Source: an optimization exercise on an open RTL-to-GDS flow (aim: small area). Production flows keep margins and buffers that such runs may drop. Only simulation tests tie the RTL to the original design; equivalence was not proved. Power is estimated from default activity; no workload was simulated.

==> design/flow/design.v <==
module dc_front (
    input  wire        clk,
    input  wire        rst,           
    input  wire        mod_bit,       
    input  wire        demod_neg,     
    input  wire        restart_req,   
    input  wire        ts_slow,       
    output reg         sw_valid,
    output wire [11:0] coarse,
    output wire        coarse_sat,
    output reg         coarse_first,
    output wire [34:0] hb,
    output reg         ts_valid,
    output wire [15:0] ts_sample,
    output wire        ts_sat,
    output wire        ts_first
);
    genvar gi;
    reg  [5:0]  kk;
    reg  [10:0] ub;
    wire        kend      = (kk == 6'd63);         
    wire        fh        = ~kk[5];                
    wire        swblk     = ~ub[0];                
    wire        swap_inst = kend & ub[0];
    reg         pend, m_slow, armed, done1;
    reg  [3:0]  blk;                               
    wire        ts_inst = kend & ((ub == 11'd1919) | (~m_slow & (ub == 11'd959)));
    wire        do_restart = pend & swap_inst;
    always @(posedge clk) begin
        if (rst) begin
            kk     <= 6'd63;
            ub     <= 11'd1919;
            pend   <= 1'b0;
            m_slow <= ts_slow;
            blk    <= 4'd0;
            armed  <= 1'b0;
            done1  <= 1'b0;
        end else begin
            kk <= kk + 6'd1;
            if (kend)
                ub <= (ub == 11'd1919) ? 11'd0 : ub + 11'd1;
            if (restart_req)
                pend <= 1'b1;
            else if (do_restart)
                pend <= 1'b0;
            if (do_restart)
                m_slow <= ts_slow;
            if (do_restart)
                blk <= 4'd1;
            else if (kend && blk != 4'd9)
                blk <= blk + 4'd1;
            if (do_restart)
                armed <= 1'b0;
            else if (ts_inst && blk >= 4'd4)
                armed <= 1'b1;
            if (do_restart)
                done1 <= 1'b0;
            else if (ts_inst && armed)
                done1 <= 1'b1;
        end
    end
    reg tsp, tf, yacc, tsblk, ts_s, accclr;
    always @(posedge clk) begin
        if (rst) begin
            sw_valid <= 1'b0;
            tsp      <= 1'b0;
            ts_valid <= 1'b0;
        end else begin
            sw_valid <= swap_inst & (blk >= 4'd8);
            if (kend)
                tsp <= ts_inst & armed;
            ts_valid <= tsp & kend;
        end
        coarse_first <= (blk == 4'd8);
        if (kend) begin
            yacc   <= (blk >= 4'd5);
            tsblk  <= ts_inst;
            ts_s   <= m_slow;
            accclr <= tsblk;
        end
        if (ts_inst)
            tf <= ~done1;
    end
    wire clean = (blk <= 4'd8);        
    wire        bin = mod_bit ^ demod_neg;
    reg  [24:0] I1, I2, I3, D4, SN;
    wire [24:0] I1n = I1 + {24'd0, bin};
    wire [24:0] I2n = I2 + I1n;
    wire [24:0] I3n = I3 + I2n;
    always @(posedge clk) begin
        if (rst) begin
            I1 <= 25'd0; I2 <= 25'd0; I3 <= 25'd0;
        end else begin
            I1 <= I1n; I2 <= I2n; I3 <= I3n;
        end
        D4 <= (kend ? 25'd0 : D4) + I3n;
        SN <= kend ? D4 : {1'b0, SN[24:1]};
    end
    wire k0 = (kk == 6'd0);
    reg  [31:0] P2, P3, QQ;
    reg         bw2, bw3, bw4, cq1, cq2;
    wire c1b = SN[0];
    wire p2b = P2[31], p3b = P3[31], qob = QQ[31];
    wire bi2 = bw2 & ~k0, bi3 = bw3 & ~k0, bi4 = bw4 & ~k0;
    wire qi1 = cq1 & ~k0, qi2 = cq2 & ~k0;
    wire c2b = c1b ^ p2b ^ bi2;
    wire c3b = c2b ^ p3b ^ bi3;
    wire yb  = c1b ^ qob ^ bi4;
    wire qs1 = c1b ^ c2b ^ qi1;
    wire qnb = qs1 ^ c3b ^ qi2;
    wire ymask = fh & (kk[4:0] <= 5'd24);
    always @(posedge clk) begin
        bw2 <= (~c1b & (p2b | bi2)) | (p2b & bi2);
        bw3 <= (~c2b & (p3b | bi3)) | (p3b & bi3);
        bw4 <= (~c1b & (qob | bi4)) | (qob & bi4);
        cq1 <= (c1b & c2b) | (qi1 & (c1b ^ c2b));
        cq2 <= (qs1 & c3b) | (qi2 & (qs1 ^ c3b));
        P2  <= {P2[30:0], fh ? c1b : p2b};
        P3  <= {P3[30:0], fh ? c2b : p3b};
        QQ  <= {QQ[30:0], fh ? (qnb & ymask) : qob};
    end
    wire ys    = yb & ymask;                   
    wire zvb   = (kk[4:0] == 5'd23);           
    wire yr    = yacc ? ys : (fh & zvb);       
    reg [159:0] E;
    reg [95:0]  O;
    wire e_in = swblk ? (fh ? yr : (clean ? zvb : E[159])) : E[159];
    wire o_in = (~swblk & fh) ? yr : O[95];
    always @(posedge clk) begin
        E <= {E[158:0], e_in};
        O <= {O[94:0], o_in};
    end
    wire g32 = ~((kk == 6'd61) | (kk == 6'd62));
    wire g33 = ~(kk == 6'd62);
    wire hst = (kk == 6'd29);
    wire hc  = ~g32;
    wire n1a = ~(E[92] & g32),  n1b = ~E[95],  n1c = ~E[96];
    wire n4a = ~(E[156] & g32), n4b = ~E[159], n4c = ~E[0];
    wire nqa = ~(QQ[28] & g32), nqb = ~(QQ[29] & g33);
    reg  [4:0] hcar;
    wire [4:0] hcin = hst ? 5'd8 : hcar;
    wire [5:0] hsum = hcin
        + n1a + n1b + n1c
        + (E[61] & g33) + E[62] + E[64] + E[67]
        + (O[4] & ~hst)
        + (E[29] & g33) + E[30] + E[32] + E[35]
        + n4a + n4b + n4c
        + (E[124] & g32) + (E[125] & g33)
        + nqa + nqb
        + hc;
    wire cst = (kk == 6'd36);
    wire ncq = ~QQ[3];
    reg  [2:0] ccar;
    wire [2:0] ccin = cst ? 3'd1 : ccar;
    wire [3:0] csum = ccin + O[35] + E[99] + O[67] + ncq + (kk <= 6'd47);
    wire [24:0] qpar;
    generate
        for (gi = 0; gi < 25; gi = gi + 1) begin : g_q
            assign qpar[gi] = QQ[30 - gi];
        end
    endgenerate
    wire        w = (D4 < qpar);
    reg  [33:0] HB;
    reg  [26:0] PP;
    wire [33:0] hres = {9'd0, D4} + {8'd0, D4, 1'b0} + HB + (w ? 34'h006000000 : 34'd0);
    wire [26:0] xs   = {2'd0, D4} + PP + {1'b0, w, 25'd0};
    wire        cinc = (xs[12:0] == 13'h1FFF) & (xs[26] | xs[25]);
    wire [13:0] cq   = xs[26:13] + {13'd0, cinc};
    wire        c_lo = (cq[13:11] == 3'd0);
    wire        c_hi = cq[13] | (cq[12] & cq[11]);
    wire [11:0] cval = c_lo ? 12'h800 : (c_hi ? 12'h7FF : cq[11:0]);
    always @(posedge clk) begin
        hcar <= hsum[5:1];
        ccar <= csum[3:1];
        HB   <= kend ? hres : {hsum[0], HB[33:1]};
        PP[26:13] <= {csum[0], PP[26:14]};
        PP[12:0]  <= kend ? {c_lo | c_hi, cval} : PP[13:1];
    end
    assign hb         = {HB, 1'b0};
    assign coarse     = PP[11:0];
    assign coarse_sat = PP[12];
    reg  [31:0] A;
    reg  [2:0]  hi;
    reg         ca1, ca2;
    wire ain = A[31] & ~accclr;
    wire tc  = tsblk & (ts_s ? (kk >= 6'd13 && kk <= 6'd16) : (kk >= 6'd12 && kk <= 6'd15));
    wire ci1 = ca1 & ~k0, ci2 = ca2 & ~k0;
    wire s1  = ain ^ ys ^ ci1;
    wire co1 = (ain & ys) | (ci1 & (ain ^ ys));
    wire xb  = s1 ^ tc ^ ci2;
    wire co2 = (s1 & tc) | (ci2 & (s1 ^ tc));
    always @(posedge clk) begin
        ca1 <= co1;
        ca2 <= co2;
        A   <= {A[30:0], fh ? xb : A[31]};
        if (kk == 6'd31)
            hi <= (accclr ? 3'd0 : hi) + {2'd0, co1 | co2};
    end
    wire xsb = fh ? xb : ((kk == 6'd32) ? hi[0] : (kk == 6'd33) ? hi[1] :
                          (kk == 6'd34) ? hi[2] : 1'b0);
    wire [5:0] sk    = ts_s ? 6'd14 : 6'd13;
    wire       rst_r = (kk == sk);
    wire       act   = (kk >= sk) && (kk <= sk + 6'd21);
    reg  [3:0] rho;
    reg        tlz, tle;
    wire [3:0] rho_i = rst_r ? 4'd0 : rho;
    wire [3:0] rho_p = ~xsb ? rho_i : ((rho_i == 4'hF) ? 4'h1 : rho_i + 4'd1);
    wire       cbit  = ts_s ? (kk >= 6'd30 && kk <= 6'd33) : (kk >= 6'd29 && kk <= 6'd32);
    wire       tle_i = rst_r ? 1'b1 : tle;
    always @(posedge clk) begin
        if (act) begin
            rho <= {rho_p[0], rho_p[3:1]};
            tle <= (xsb == cbit) ? tle_i : (cbit & ~xsb);
        end
        if (k0)
            tlz <= ~xb;
        else if (kk < sk)
            tlz <= tlz & ~xb;
    end
    wire [3:0] rr  = {rho[1:0], rho[3:2]};
    wire       rz  = (rr == 4'h0) | (rr == 4'hF);
    wire [3:0] rq  = rz ? {4{tlz & tle}} : rr;
    wire       p2s = (kk == 6'd46);
    wire       ab  = ts_s ? A[31] : A[0];
    wire [1:0] ri  = kk[1:0] - 2'd2;                     
    wire       rb  = (kk >= 6'd46 && kk <= 6'd49) ? rq[ri] : 1'b0;
    reg        bb, bq;
    reg [17:0] QR;
    wire bbi = bb & ~p2s, bqi = bq & ~p2s;
    wire ap  = ab ^ rb ^ bbi;
    wire bbo = (~ab & (rb | bbi)) | (rb & bbi);
    wire qd  = QR[3] & (kk >= 6'd50);
    wire qb  = qd ^ ap ^ bqi;
    wire bqo = (~qd & (ap | bqi)) | (ap & bqi);
    always @(posedge clk) begin
        bb <= bbo;
        bq <= bqo;
        QR <= {QR[16:0], qb};
    end
    wire [17:0] tq;
    generate
        for (gi = 0; gi < 18; gi = gi + 1) begin : g_tq
            assign tq[gi] = QR[17 - gi];
        end
    endgenerate
    wire t_lo = (tq[17:15] == 3'd0);
    wire t_hi = tq[17] | (tq[16] & tq[15]);
    assign ts_sample = t_lo ? 16'h8000 : (t_hi ? 16'h7FFF : tq[15:0]);
    assign ts_sat    = t_lo | t_hi;
    assign ts_first  = tf;
endmodule
==> design/flow/run.sh <==
#!/bin/bash
# synth_recipe.tcl (not shown) runs the flow's synth.tcl, then flattens the netlist and writes it again
# the make line also repeats each setting of config.mk as NAME=value (left out here)
make -C /OpenROAD-flow-scripts/flow DESIGN_CONFIG=/design/flow/config.mk WORK_HOME=/design/flow/orfs CLKGATE_MAP_FILE= SYNTH_SCRIPT=/design/flow/synth_recipe.tcl finish
==> design/flow/config.mk <==
export PLATFORM = sky130hd
export DESIGN_NAME = dc_front
export DESIGN_NICKNAME = dc_front
export VERILOG_FILES = /design/flow/design.v
export SDC_FILE = /design/flow/constraint.sdc
export NUM_CORES = 4
export LEC_CHECK = 0
export CAP_MARGIN = 20
export CORE_MARGIN = 2
export CORE_UTILIZATION = 40
export SLEW_MARGIN = 20
==> design/flow/constraint.sdc <==
create_clock -name core_clock -period 40.0 [get_ports {clk}]
set_input_delay 8.0000 -clock core_clock [delete_from_list [all_inputs] [get_ports {clk}]]
set_output_delay 8.0000 -clock core_clock [all_outputs]
set_load 0.01 [all_outputs]
==> results of run 1 <==
==> state kept, by name, summed over array words and instances, names as in the netlist, 4 cells and up <==
register and flops:
ub 11, PP 27, blk 4, D4 25, P2 32, E 160
rho 4, I3 25, kk 6, QR 18, A 32, O 96
P3 32, I1 25, HB 34, SN 25, hcar 5, I2 25
QQ 32
==> area by class of cell <==
class	instances	share of cell area [%]
flip-flops and latches	648	44.3
clock buffers	95	6.74
repair buffers	76	2.54
multi-input cells	1584	40.1
clock inverters	28	1.25
inverters	113	1.43
well taps	846	3.58
==> per-stage QoR <==
stage / std cells / cell area (um2) / hold WS (ns) / power, mW / worst slack (ns)
after global routing: 3390 / 29600 / 0.316 / 2.46 / 25.35
after floorplan: 2407 / 25700 / 0.310 / 1.42 / 26.49
after CTS: 3390 / 29600 / 0.313 / 2.32 / 25.91
after global placement: 3267 / 27200 / 0.310 / 1.63 / 25.43
after detailed placement: 3267 / 27200 / 0.312 / 1.65 / 25.33
final: 3390 / 29600 / 0.316 / 2.29 / 25.88
==> synth_stat cells (57+ instances only) <==
cell type | number | area share, %
ha_1 | 193 | 9.4
inv_1 | 113 | 1.6
o21ai_0 | 86 | 1.7
xnor2_1 | 96 | 3.3
a21o_1 | 68 | 2.0
xor2_1 | 72 | 2.5
nand2_1 | 232 | 3.4
dfxtp_1 | 633 | 49
nor2b_1 | 115 | 2.8
fa_1 | 57 | 4.4
nor2_1 | 102 | 1.5
a21oi_1 | 122 | 2.4
==> metal layers <==
layer	part of all wire, %	wire, um
met5	0	0
met2	44	21900
met1	49	24600
met3	3.7	1860
met4	2.7	1360
==> worst reg2reg max path, delay by kind of cell, from the launching register on <==
family,cells,cell delay [ns]
DFF,1,0.54
and+or+nand+nor,6,1.00
adders and majority gates,4,1.30
AOI/OAI and AO/OA,13,3.57
==> worst max-delay path by stage <==
stage / to / slack, ns / cells after the start
after CTS: D4[24] / 25.91 / 29
after global routing: D4[24] / 25.35 / 29
final: D4[24] / 25.88 / 29
after floorplan: D4[24] / 26.49 / 28
after detailed placement: D4[24] / 25.33 / 29
after global placement: D4[24] / 25.43 / 29
==> layout by cell type (no fill, tap or decap), types with 7 or more instances in the layout <==
master,instances
dfxtp_1,633
nand2_1,231
ha_1,193
a21oi_1,122
nor2b_1,115
inv_1,112
nor2_1,102
xnor2_1,96
o21ai_0,86
xor2_1,72
clkdlybuf4s50_1,72
clkbuf_16,69
a21o_1,68
fa_1,57
nand3_1,38
nand2b_1,38
o21bai_1,35
and2_1,29
nor3_1,29
nand4_1,24
and3_1,23
o21a_1,19
clkbuf_8,17
a31oi_1,15
edfxtp_1,15
a211oi_1,13
or2_2,12
a22oi_2,9
clkbuf_1,9
or3_1,8
o211ai_1,8
nand3b_1,8
clkinv_2,8
o31ai_1,7
a311oi_1,7
==> power breakdown <==
group	internal, mW	switching (mW)
clock network	0.391	0.261
registers	0.760	0.0887
logic	0.366	0.426
total	1.52	0.776
==> logic make-up after synthesis <==
kind of cell,synth area share (%)
compound gates,12.4
xor+xnor,5.72
fa+ha+maj,13.8
buf+inv,2.81
flops,51.0
mux,0.457
other cells,0.0146
simple gates,13.8
==> qor.csv, run 1 <==
stage,metric,value,unit
outcome,status,timing/DRC/antenna clean,
finish,Area Growth Syn to Fin,15.1,%
global_route,first-pass GRT wire length,84300,um
clock_tree,post-CTS sizing,0,
floorplan,# rows,92,
setup_path,"most used cell, CP",ha_1,
place,DP Wirelength,35000,um
setup_path,Crit path largest cell delay,0.54,ns
detailed_routing,drt pass-1 iters,5,
synthesis,Mapped Cells,2407,
finish,layout cells sized above 1,6.72,%
synthesis,post-synthesis cell type count,89,
sta,Setup Skew,0.0234,ns
global_route,total track usage,15.3,%
clock_tree,Max Root-Sink Buffers,3,
floorplan,core area,0.0633,mm2
global_route,gr ovfl total,0,
finish,Diodes inserted,0,
synthesis,sequential area share after synthesis,51.0,%
global_route,met3 Usage GRT,2.96,%
detailed_routing,via count,16500,
floorplan,Initial Utilization,40.6,%
sta,crit share post-route,35.3,%
min_path,Worst Hold End,O[37],
synthesis,Post-Syn Nets,2663,
clock_tree,CTS Sinks,648,
global_route,largest net degree at the start of global routing,60,
global_route,initial antenna violation count,0,
run,Max-cap violations,0,
power,Leakage Power,13.2,nW
setup_path,"Slowest-stage cell, CP",a2111oi_0,
min_path,Hold Path Class,register to register,
sta,Worst-Margin Slew,1.09,ns
sta,Max Clock Freq,0.0708,GHz
clock_tree,# hold bufs at CTS,0,
synthesis,synthesized area per cell,10.7,um2
finish,area of the multi-input gates,0.0119,mm2
finish,storage element area,0.0131,mm2
setup_path,critical path arrival,14.64,ns
clock_tree,postcts setup bufs,0,
clock_tree,TritonCTS clock tree,yes,
detailed_routing,antenna-violating nets left,0,
finish,fillcell total,5773,
detailed_routing,initial DRC count,914,
setup_path,"Req. time, crit path",40.51,ns
setup_path,worst path buffer plus inverter count,2,
sta,setup TNS,0,ns
power,Power Dens Cells,77.5,mW/mm2
detailed_routing,final wirelength,49700,um
detailed_routing,vias per inst,4.88,
synthesis,Async SR Flop Fraction,0,%
min_path,Worst Min Path Start,O[36],
detailed_routing,Residual DRC,0,
synthesis,post-synthesis instance area,0.0257,mm2
setup_path,CP startpoint,mod_bit,
finish,"Core Util, Final",46.7,%
clock_tree,root buf cell,clkbuf_16,
global_route,Global Route met1 Usage,20.9,%
global_route,vias in the first global route,16900,
synthesis,#FFs+latches synth,648,
finish,fin nets,2747,
sta,Slew HR,26.9,%
synthesis,Post-synth EDFFs,15,
floorplan,boundary pin count,75,
setup_path,worst-path maximum fanout,4,
min_path,Worst Hold Depth,0,
setup_path,Worst setup SP type,input pin,
sta,RSZ-0062 raised after global routing,false,
clock_tree,clock latency (worst-skew pair),0.60,ns
clock_tree,Clock Pin Slew Worst Setup and Hold Paths,0.06,ns
clock_tree,H-tree levels,3,
sta,min Tclk post-route,14.12,ns
floorplan,Die X-Extent,258,um
setup_path,Crit Reg-Reg Startpoint,D4[1],
clock_tree,TritonCTS Buffers,68,
sta,final hold violation count,0,
setup_path,Worst setup EP type,register,
global_route,met2 Usage GRT,24.2,%
sta,Slew Limit Fails,0,
setup_path,worst reg-to-reg setup slack,33.42,ns
setup_path,R2R cell count,23,
setup_path,WS Path Type,input pin to register,
place,port bufs,73,
global_route,GR peak layer,met2,
setup_path,family with the most delay on the worst path,compound AO/OA/AOI/OAI gates,
place,Routability Congestion,0.864,
sta,Final setup viols,0,
setup_path,Crit Reg-Reg Endpoint,PP[2],
synthesis,Synth warnings,1,
power,Max rail drop VDD,0.0684,mV
floorplan,die footprint,0.0663,mm2
floorplan,die height,258,um
synthesis,top_reg_cell synth,dfxtp_1,
detailed_routing,WL/cell,14.7,um
==> run 2, diff against run 1 <==
--- a/design/flow/config.mk
+++ b/design/flow/config.mk
@@ -8,4 +8,7 @@
 export CAP_MARGIN = 20
 export CORE_MARGIN = 2
 export CORE_UTILIZATION = 40
+export CTS_BUF_LIST = sky130_fd_sc_hd__clkbuf_8
+export CTS_CLUSTER_DIAMETER = 40
+export CTS_CLUSTER_SIZE = 16
 export SLEW_MARGIN = 20
==> qor.csv, run 2 <==
stage,metric,value,unit
outcome,status,timing/DRC/antenna clean,
power,Power Dens Cells,75.0,mW/mm2
synthesis,multiplexer share of the synthesized area,0.457,%
synthesis,area share of and/or/nand/nor cells after synthesis,13.8,%
finish,"commonest non-fill, non-tap cell in the layout",dfxtp_1,
synthesis,top-count cell post-synth,dfxtp_1,
sta,crit share post-route,35.1,%
global_route,total track usage,15.2,%
power,total power,2.19,mW
min_path,Hold Path Class,register to register,
sta,WHS,0.321,ns
synthesis,post-synthesis instance area,0.0257,mm2
setup_path,critical path arrival,14.65,ns
synthesis,Synth Area in XOR/XNOR,5.72,%
detailed_routing,drt pass-1 iters,5,
detailed_routing,final wirelength,49400,um
floorplan,boundary pin count,75,
floorplan,# rows,92,
clock_tree,postcts setup bufs,0,
synthesis,sequential area share after synthesis,51.0,%
synthesis,largest family of logic cells by synthesized area,adder cells,
setup_path,worst path buffer plus inverter count,2,
clock_tree,root buf cell,clkbuf_8,
sta,Worst-Margin Slew,1.09,ns
clock_tree,post-CTS sizing,0,
finish,Area Growth Syn to Fin,13.4,%
power,sw frac,35.9,%
finish,Largest regs,"E (160), O (96), HB (34)",
synthesis,Mapped Cells,2407,
clock_tree,# hold bufs at CTS,0,
power,Reg power frac,38.8,%
power,Max rail drop VDD,0.0696,mV
power,Comb pwr share,36.2,%
clock_tree,clock latency (worst-skew pair),0.67,ns
finish,most flop-heavy register,E,
power,Leakage Power,13.0,nW
power,Internal Pwr Total,1.40,mW
floorplan,die footprint,0.0663,mm2
global_route,vias in the first global route,16900,
sta,final hold violation count,0,
sta,Setup Skew,0.0440,ns
synthesis,adder-cell share of the synthesized area,13.8,%
sta,Final setup viols,0,
global_route,gr ovfl total,0,
setup_path,"Slowest-stage cell, CP",a2111oi_0,
sta,final setup margin,25.95,ns
sta,min Tclk post-route,14.05,ns
floorplan,core area,0.0633,mm2
detailed_routing,vias per inst,4.85,
floorplan,Die X-Extent,258,um
sta,Slew Limit Fails,0,
setup_path,worst-path maximum fanout,4,
clock_tree,CTS Sinks,648,
synthesis,top_reg_cell synth,dfxtp_1,
power,Clk pwr share,25.0,%
synthesis,Post-Syn Nets,2663,
setup_path,Crit path largest cell delay,0.54,ns
run,Max-cap violations,0,
sta,Slew HR,27.1,%
global_route,largest net degree at the start of global routing,60,
synthesis,post-synthesis compound-gate area fraction,12.4,%
finish,most frequent cells in the layout,"dfxtp_1 (633), nand2_1 (231), ha_1 (193), a21oi_1 (122), inv_1 (117)",
clock_tree,Clock Pin Slew Worst Setup and Hold Paths,0.08,ns
synthesis,Async SR Flop Fraction,0,%
synthesis,largest area contributor in the netlist,dfxtp_1,
finish,max reg flops,160,
sta,setup TNS,0,ns
global_route,first-pass GRT wire length,83900,um
clock_tree,TritonCTS Buffers,85,
place,dpl cells,3267,
synthesis,#FFs+latches synth,648,
synthesis,area fraction of the dominant cell type after synthesis,49.3,%
synthesis,Post-synth EDFFs,15,
clock_tree,H-tree levels,3,
synthesis,synth cell count leaders,"dfxtp_1 (633), nand2_1 (232), ha_1 (193), a21oi_1 (122), nor2b_1 (115)",
sta,RSZ-0062 raised after global routing,false,
finish,fillcell total,5853,
sta,Max Clock Freq,0.0712,GHz
setup_path,WS Path Type,input pin to register,
power,NetSw,0.785,mW
place,DP Wirelength,35000,um
synthesis,post-synthesis cell type count,89,
finish,"Cell Count, Final, Fillers Out",3421,
finish,fin nets,2764,
detailed_routing,WL/cell,14.4,um
setup_path,family with the most delay on the worst path,compound AO/OA/AOI/OAI gates,
place,port bufs,73,
detailed_routing,antenna-violating nets left,0,
detailed_routing,Residual DRC,0,
floorplan,die height,258,um
place,Routability Congestion,0.864,
setup_path,Worst setup SP type,input pin,
floorplan,Initial Utilization,40.6,%
setup_path,"Req. time, crit path",40.60,ns
synthesis,synthesized area per cell,10.7,um2
detailed_routing,via count,16600,
finish,layout cells sized above 1,7.96,%
clock_tree,Max Root-Sink Buffers,3,
setup_path,Worst setup EP type,register,
clock_tree,TritonCTS clock tree,yes,
place,pre-CTS WS,25.33,ns
synthesis,Synth warnings,1,
detailed_routing,initial DRC count,890,
synthesis,ranking of synthesized cells by area,"dfxtp_1 (49%), ha_1 (9.4%), fa_1 (4.4%)",
setup_path,"most used cell, CP",ha_1,
global_route,initial antenna violation count,1,
-- run 2: cell counts after synthesis --
Identical to the previous run, type by type.
-- run 2: cell families (layout without fill, tap and decap cells) --
family                   Yosys count  after routing
multiplexers                      10             10
AO/OA/AOI/OAI                    461            461
flip-flops                       648            648
XOR/XNOR                         168            168
AND/OR/NAND/NOR                  694            694
other                              1              2
adder cells (fa/ha/maj)          250            250
buffers and inverters            175            342
-- run 2: layer usage --
| metal | share of wire [%] | vias up | GRT usage [%] |
|---|---|---|---|
| li1 | - | 8444 | - |
| met1 | 50 | 7798 | 20.7 |
| met2 | 44 | 271 | 23.9 |
| met3 | 4.2 | 95 | 3.26 |
| met4 | 2.6 | 0 | 5.07 |
| met5 | 0 | - | 0 |
-- run 2: power groups by stage --
stage	sequential [mW]	clock, mW	combinational [mW]
3_3_place_gp	0.862	0	0.767
6_report	0.848	0.546	0.792
3_5_place_dp	0.864	0	0.791
2_1_floorplan	0.829	0	0.596
4_1_cts	0.851	0.566	0.798
5_1_grt	0.864	0.594	0.898
-- run 2: path summary, 6_finish.rpt --
path              startpoint  slack [ns]  cells past startpoint  endpoint
setup / recovery     mod_bit       25.95                     29    D4[24]
hold reg to reg         A[3]        0.32                      0      A[4]
hold / removal          A[3]        0.32                      0      A[4]
setup reg to reg       D4[1]       33.48                     23     PP[2]
-- run 2: metrics by stage --
step	instance area, um2	util (%)
CTS	29200	46.1
global placement	27200	43.0
detailed placement	27200	43.0
floorplan	25700	-
global route	29200	46.1
finish	29200	46.1
-- run 2: worst reg2reg max path: cells and delay by family (launching register included) --
kind            cells  cell delay, ns
compound gates     13            3.56
fa+ha+maj           4            1.30
flops               1            0.54
simple gates        6            1.01
-- run 2: layout make-up --
type	instances	area (um2)	area share (%)
timing repair buffer	76	751	2.57
clock inverter	60	653	2.24
clock buffer	93	1280	4.39
antenna	1	2.50	0.00858
multi-input combinational	1584	11900	40.7
tap	846	1060	3.63
inverter	113	424	1.45
sequential	648	13100	45.0
==> run 3, diff against run 2 <==
--- a/design/flow/config.mk
+++ b/design/flow/config.mk
@@ -8,7 +8,7 @@
 export CAP_MARGIN = 20
 export CORE_MARGIN = 2
 export CORE_UTILIZATION = 40
-export CTS_BUF_LIST = sky130_fd_sc_hd__clkbuf_8
-export CTS_CLUSTER_DIAMETER = 40
-export CTS_CLUSTER_SIZE = 16
+export CTS_BUF_LIST = sky130_fd_sc_hd__clkbuf_4
+export CTS_CLUSTER_DIAMETER = 25
+export CTS_CLUSTER_SIZE = 10
 export SLEW_MARGIN = 20
==> qor.csv, run 3 <==
stage,metric,value,unit
setup_path,CP startpoint,mod_bit,
floorplan,die footprint,0.0663,mm2
sta,Slew HR,27.0,%
finish,Area Growth Syn to Fin,15.5,%
clock_tree,CTS Sinks,648,
global_route,first-pass GRT wire length,85200,um
floorplan,die height,258,um
clock_tree,postcts setup bufs,0,
sta,Worst-Margin Slew,1.09,ns
synthesis,synthesized area per cell,10.7,um2
detailed_routing,Residual DRC,0,
synthesis,multiplexer share of the synthesized area,0.457,%
sta,setup TNS,0,ns
synthesis,top-count cell post-synth,dfxtp_1,
clock_tree,Clock Pin Slew Worst Setup and Hold Paths,0.09,ns
setup_path,worst reg-to-reg setup slack,33.47,ns
floorplan,Initial Utilization,40.6,%
clock_tree,# hold bufs at CTS,0,
finish,layout cells sized above 1,11.7,%
sta,Max Clock Freq,0.0726,GHz
global_route,largest net degree at the start of global routing,60,
synthesis,area share of and/or/nand/nor cells after synthesis,13.8,%
synthesis,ranking of synthesized cells by area,"dfxtp_1 (49%), ha_1 (9.4%), fa_1 (4.4%)",
clock_tree,Max Root-Sink Buffers,3,
sta,Final setup viols,0,
detailed_routing,antenna-violating nets left,0,
setup_path,Worst setup SP type,input pin,
place,port bufs,73,
finish,Largest regs,"E (160), O (96), HB (34)",
run,Max-cap violations,0,
setup_path,worst-path maximum fanout,4,
floorplan,boundary pin count,75,
synthesis,sequential area share after synthesis,51.0,%
synthesis,largest area contributor in the netlist,dfxtp_1,
finish,fillcell total,5871,
setup_path,WS Path Type,input pin to register,
synthesis,top_reg_cell synth,dfxtp_1,
sta,crit share post-route,34.4,%
finish,"commonest non-fill, non-tap cell in the layout",dfxtp_1,
detailed_routing,via count,17200,
clock_tree,post-CTS sizing,0,
global_route,initial antenna violation count,3,
power,Leakage Power,13.4,nW
sta,Slew Limit Fails,0,
synthesis,post-synthesis compound-gate area fraction,12.4,%
floorplan,# rows,92,
floorplan,Die X-Extent,258,um
place,Routability Congestion,0.864,
setup_path,"most used cell, CP",ha_1,
setup_path,Crit Reg-Reg Startpoint,D4[1],
synthesis,Mapped Cells,2407,
synthesis,adder-cell share of the synthesized area,13.8,%
synthesis,post-synthesis cell type count,89,
synthesis,#FFs+latches synth,648,
synthesis,Async SR Flop Fraction,0,%
sta,Setup Skew,0.0558,ns
finish,storage element area,0.0131,mm2
detailed_routing,initial DRC count,908,
synthesis,Synth Area in XOR/XNOR,5.72,%
clock_tree,clock latency (worst-skew pair),0.98,ns
synthesis,area fraction of the dominant cell type after synthesis,49.3,%
finish,fin nets,2832,
synthesis,Post-Syn Nets,2663,
finish,max reg flops,160,
clock_tree,root buf cell,clkbuf_4,
global_route,gr ovfl total,0,
finish,most flop-heavy register,E,
synthesis,synth cell count leaders,"dfxtp_1 (633), nand2_1 (232), ha_1 (193), a21oi_1 (122), nor2b_1 (115)",
clock_tree,H-tree levels,4,
clock_tree,TritonCTS Buffers,153,
setup_path,critical path arrival,14.66,ns
min_path,Hold Path Class,register to register,
detailed_routing,WL/cell,14.1,um
synthesis,largest family of logic cells by synthesized area,adder cells,
synthesis,Post-synth EDFFs,15,
synthesis,Synth warnings,1,
floorplan,core area,0.0633,mm2
setup_path,CP endpoint,D4[24],
setup_path,Worst setup EP type,register,
sta,final hold violation count,0,
setup_path,"Req. time, crit path",40.89,ns
clock_tree,TritonCTS clock tree,yes,
outcome,status,timing/DRC/antenna clean,
global_route,total track usage,15.6,%
global_route,vias in the first global route,17600,
detailed_routing,drt pass-1 iters,5,
detailed_routing,final wirelength,50200,um
place,DP Wirelength,35000,um
finish,area of the multi-input gates,0.0119,mm2
setup_path,Crit Reg-Reg Endpoint,PP[0],
finish,most frequent cells in the layout,"dfxtp_1 (633), nand2_1 (231), ha_1 (193), clkbuf_4 (174), a21oi_1 (122)",
setup_path,Crit path largest cell delay,0.54,ns
sta,RSZ-0062 raised after global routing,false,
power,Max rail drop VDD,0.0791,mV
power,total power,2.29,mW
setup_path,"Slowest-stage cell, CP",a2111oi_0,
setup_path,R2R cell count,23,
detailed_routing,vias per inst,4.83,
sta,min Tclk post-route,13.77,ns
power,Power Dens Cells,77.2,mW/mm2
synthesis,post-synthesis instance area,0.0257,mm2
==> run 3: cell families after synthesis <==
logic type | count (synthesis)
multiplexers | 10
AND/OR/NAND/NOR | 694
other | 1
buffers and inverters | 175
XOR/XNOR | 168
adder cells (fa/ha/maj) | 250
AO/OA/AOI/OAI | 461
flip-flops | 648
==> run 3: per-layer routing <==
| metal | GRT usage (%) | up-vias | share of wire, % |
|---|---|---|---|
| met4 | 7.19 | 0 | 2.2 |
| met1 | 20.4 | 8069 | 49 |
| met5 | 0 | - | 0 |
| li1 | - | 8682 | - |
| met3 | 4.21 | 100 | 4.5 |
| met2 | 24.1 | 305 | 45 |
==> run 3: worst max-delay path: cells and delay by family <==
kind | cells | cell delay [ns]
adders and majority gates | 5 | 1.34
buffers and inverters | 2 | 0.59
AOI/OAI and AO/OA | 10 | 2.34
and+or+nand+nor | 6 | 1.26
xor gates and xnor gates | 6 | 1.15
==> run 3: through the flow <==
| stage | hold WS [ns] | util (%) | worst slack, ns | area, um2 | instances |
|---|---|---|---|---|---|
| after floorplan | 0.310 | - | 26.49 | 25700 | 2407 |
| after global placement | 0.310 | 43.0 | 25.43 | 27200 | 3267 |
| after detailed placement | 0.312 | 43.0 | 25.33 | 27200 | 3267 |
| after CTS | 0.271 | 46.9 | 26.39 | 29700 | 3546 |
| after global routing | 0.286 | 46.9 | 25.79 | 29700 | 3550 |
| final | 0.285 | 46.9 | 26.23 | 29700 | 3550 |
==> run 3: area by class of cell <==
class                           instances  share of cell area [%]
Multi-Input combinational cell       1584                    40.0
Timing Repair Buffer                   76                    2.53
Inverter                              113                    1.43
Clock buffer                          174                    4.40
Tap cell                              846                    3.57
Antenna cell                            4                  0.0337
Sequential cell                       648                    44.2
Clock inverter                        105                    3.84
==> run 3: how the worst min path moves through the flow <==
stage	start	end	depth (start not counted)
after floorplan	A[9]	A[10]	0
after global placement	E[90]	E[91]	0
after detailed placement	A[23]	A[24]	0
after CTS	E[93]	E[94]	0
after global routing	E[93]	E[94]	0
final	E[93]	E[94]	0
==> run 3: where the power goes <==
part	internal [mW]	switching, mW	leakage [nW]
sequential	0.760	0.0882	5.29
combinational	0.366	0.427	6.71
clock	0.361	0.290	1.36

## re-timing with driven ports
The flow's constraints put no driver on any port. The routed layouts listed below were extracted and timed again, unchanged, in two steps.
Step 1 assumes that a clkbuf_16 drives the clock port and a buf_2 every other input.
Step 2 adds t to the input delays and takes it off the output delays; t is the mean of the earliest and latest rising clock arrival at the registers after step 1. Input paths then give back, and output paths get back, about the clock's delay inside the block.
Three values: ideal ports, drivers, drivers and shift; two values: the first two.
run | t (ns) | setup slack, ns | worst data-port slew with drivers (ns)
run 1 | 0.645 | 25.876 / 25.907 / 25.262 | 0.05
run 2 | 0.704 | 25.948 / 25.975 / 25.271 | 0.05
run 3 | 1.012 | 26.227 / 26.258 / 25.246 | 0.06
After both steps setup and hold are still met in every run listed. For run 3, which loses most, drivers alone change the setup slack by +0.031 ns; drivers and shift together by -0.981 ns.
